Context: an optimization exercise on an open-source flow, tuned for small area, a short achievable clock period and few clock cycles. The choices shown serve that exercise and are no tape-out recipe. Only simulation tests tie the RTL to the original design; equivalence was not proved. Power and IR drop assume default switching activity.

job 3879:
==> flow/design.v (excerpt) <==
module angle_step (
    input  wire        clk,
    input  wire        rst,         
    input  wire        cfg_we,
    input  wire [4:0]  cfg_k,
    input  wire        s_valid,
    output wire        s_ready,
    input  wire [63:0] s_time,      
    input  wire [63:0] s_pos,       
    output wire        r_valid,
    input  wire        r_ready,
    output wire [31:0] r_angle,     
    output wire [63:0] r_time,      
    output wire [31:0] late_cnt,
    output wire [31:0] ovs_cnt,
    output wire        idle
);
Size: roughly 8600 cells after synthesis, about 790 flip-flops, roughly 300 I/O pins.
clock: 14.0 ns
lec_check: 0
cap_margin: 20
core_margin: 2
core_utilization: 40
cts_buf_list: sky130_fd_sc_hd__clkbuf_4 sky130_fd_sc_hd__clkbuf_8
place_density: 0.6
setup_slack_margin: 3.0
slew_margin: 20
run.sh (not shown) runs the stock make flow with config.mk's settings and CLKGATE_MAP_FILE= SYNTH_SCRIPT=/design/flow/synth_recipe.tcl, a recipe that flattens the netlist after the stock synthesis.
Job 3879 went all the way through synthesis, placement and routing and the layout is clean on timing, DRC and antenna.
Testbench counts of job 3879, summed over its fixed seeds: cycles 96,340.
Relative to job 3879, the following input files were edited for job 842:
--- a/flow/config.mk
+++ b/flow/config.mk
@@ -8,7 +8,7 @@
 export CAP_MARGIN = 20
 export CORE_MARGIN = 2
-export CORE_UTILIZATION = 40
+export CORE_UTILIZATION = 45
 export CTS_BUF_LIST = sky130_fd_sc_hd__clkbuf_4 sky130_fd_sc_hd__clkbuf_8
-export PLACE_DENSITY = 0.6
+export PLACE_DENSITY = 0.65
 export SETUP_SLACK_MARGIN = 3.0
 export SLEW_MARGIN = 20
### Flow results
Higher share of the clock period used by the worst path was reported by job 3879, not job 842.
Job 842 vs. job 3879: net switching fraction of the power went down 0.47 points, worst clock skew went down by 0.0034 ns, minimum hold slack up 0.019 ns.
Between job 842 and job 3879, the part of the total power dissipated in combinational logic figures differ only marginally.
Job 842: final-layout fill cell count is 2458 lower than what job 3879 reported.
Total number of vias went down slightly going from job 3879 to job 842.
Routed via count divided by cell count, job 842 and job 3879: smaller value in job 3879
From job 3879 to job 842 the numbers moved as follows: number of gates given a new drive strength after cts comparable, weighted congestion at the end of routability-driven global placement moved down.
What job 4730 does differently from job 842 at the input level:
--- a/flow/config.mk
+++ b/flow/config.mk
@@ -8,7 +8,7 @@
 export CAP_MARGIN = 20
 export CORE_MARGIN = 2
-export CORE_UTILIZATION = 45
+export CORE_UTILIZATION = 50
 export CTS_BUF_LIST = sky130_fd_sc_hd__clkbuf_4 sky130_fd_sc_hd__clkbuf_8
-export PLACE_DENSITY = 0.65
-export SETUP_SLACK_MARGIN = 3.0
+export PLACE_DENSITY = 0.7
+export SETUP_SLACK_MARGIN = 4.0
 export SLEW_MARGIN = 20
Status | job 842 and job 4730 | clean
Relative to job 842, job 4730 improves final worst setup slack.
Number of nets at the end of the flow (job 4730 over job 842): increase, 0.37%
On sequential share of cell area, the higher figure sits with job 842, not job 4730.
Sort job 842 and job 4730 by count of inserted tapcells desc -> top: job 842
Per the comparison of job 4730 with job 842, clock group total power went up about 4%, count of flip-flops with a built-in enable after synthesis flat, part of the total power dissipated in combinational logic rose by 0.5 points, fraction of final layout cells sized beyond drive strength 1 moved up, chip height decreased 20 um.
Compare job 842 and job 4730 | worst hold slack lower: job 4730
diff inputs: job 4730 => job 4656
--- a/flow/config.mk
+++ b/flow/config.mk
@@ -8,7 +8,7 @@
 export CAP_MARGIN = 20
 export CORE_MARGIN = 2
-export CORE_UTILIZATION = 50
+export CORE_UTILIZATION = 45
 export CTS_BUF_LIST = sky130_fd_sc_hd__clkbuf_4 sky130_fd_sc_hd__clkbuf_8
-export PLACE_DENSITY = 0.7
-export SETUP_SLACK_MARGIN = 4.0
+export PLACE_DENSITY = 0.65
+export SETUP_SLACK_MARGIN = 5.0
 export SLEW_MARGIN = 20
- From job 4730 to job 4656 the numbers moved as follows: pre-CTS worst setup slack fell by 0.62 ns, area overhead of the layout relative to synthesis rose by 5.6 points, setup clock skew after layout fell by 0.0099 ns, sequential cell area share fell by 1.3 points.
For job 2714, these inputs were changed with respect to job 4656:
--- a/flow/config.mk
+++ b/flow/config.mk
@@ -8,7 +8,5 @@
 export CAP_MARGIN = 20
 export CORE_MARGIN = 2
-export CORE_UTILIZATION = 45
-export CTS_BUF_LIST = sky130_fd_sc_hd__clkbuf_4 sky130_fd_sc_hd__clkbuf_8
-export PLACE_DENSITY = 0.65
-export SETUP_SLACK_MARGIN = 5.0
+export CORE_UTILIZATION = 40
+export PLACE_DENSITY = 0.6
 export SLEW_MARGIN = 20
Relative to job 4656, the half-perimeter wire length of the detailed placement result of job 2714 is higher by 3.3%. In the metrics for job 2714 and job 4656, the one carrying the higher non-clock buffer area fraction after layout is job 4656. Of job 2714 and job 4656, the run reporting the lower shortest clock period the worst path allows after layout was job 4656. Wire: job 2714 routes less than job 4656. Diff job 4656 -> job 2714: total routing resource utilization after global routing moved down; design area moved down. Worst setup slack ends up lower on job 2714. Between job 4656 and job 2714, the cell count went down. Share of cell area taken by flip-flops and latches, job 2714 and job 4656, higher one = job 2714.
Modified inputs, job 4503 compared to job 2714
--- a/flow/config.mk
+++ b/flow/config.mk
@@ -9,4 +9,5 @@
 export CORE_MARGIN = 2
 export CORE_UTILIZATION = 40
+export CTS_BUF_LIST = sky130_fd_sc_hd__clkbuf_4 sky130_fd_sc_hd__clkbuf_8
 export PLACE_DENSITY = 0.6
 export SLEW_MARGIN = 20
--- outcome ---
Job 4503 and job 2714 ended up with roughly the same cell area.
Summary of job 4503 over job 2714: final standard cell count with taps included and fillers excluded picked up an extra 105, clock transition at the register clock pins on the worst setup and hold paths after CTS neither gained nor lost much, routing usage on met3 picked up an extra 0.21 points, fill cell instance count of the final layout neither gained nor lost much, wire length per cell lost 0.73%.
On layout buffering overhead excluding clock cells, job 4503 tracks job 2714 almost exactly.
| global-route usage | job 4503 vs job 2714 | ≈ equal |
On post-detailed-routing wire length, job 2714 and job 4503 are basically level.
Job 4503 completed every stage of the flow, and the final layout passed the timing, DRC and antenna checks.
The area growth from synthesis to layout was comparable across job 2714 and job 4503.

-- afterwards: timing with drivers on the ports --
In the flow no input, the clock included, has a driving cell. The finished layouts below were timed again as built, in two steps.
Step 1 assumes that a clkbuf_16 drives the clock port and a buf_2 every other input.
Step 2 times the ports against the registers' clock, not the clock port: input delays grow and output delays shrink by t, the midpoint of the rising clock arrivals with the driver on.
Three values: ideal ports, drivers, drivers and shift; two values: the first two.
run | t, ns | setup WS [ns] | clock arrival spread, ns | worst register clock-pin slew, ns
job 3879 | 1.000 | 2.893 / 2.952 / 1.952 | 0.061 / 0.061 | 0.07 / 0.07
job 842 | 1.010 | 3.211 / 3.235 / 2.226 | 0.057 / 0.057 | 0.07 / 0.07
job 4730 | 0.985 | 3.973 / 4.035 / 3.049 | 0.072 / 0.071 | 0.08 / 0.08
job 4656 | 1.028 | 4.606 / 4.526 / 3.498 | 0.062 / 0.061 | 0.08 / 0.08
job 2714 | 0.851 | 2.224 / 2.224 / 1.829 | 0.055 / 0.055 | 0.07 / 0.07
job 4503 | 1.028 | 2.379 / 2.379 / 1.825 | 0.064 / 0.065 | 0.08 / 0.08
After both steps every run listed still meets setup and hold. For job 4656, which loses most, drivers alone change the setup slack by -0.080 ns; drivers and shift together by -1.108 ns.
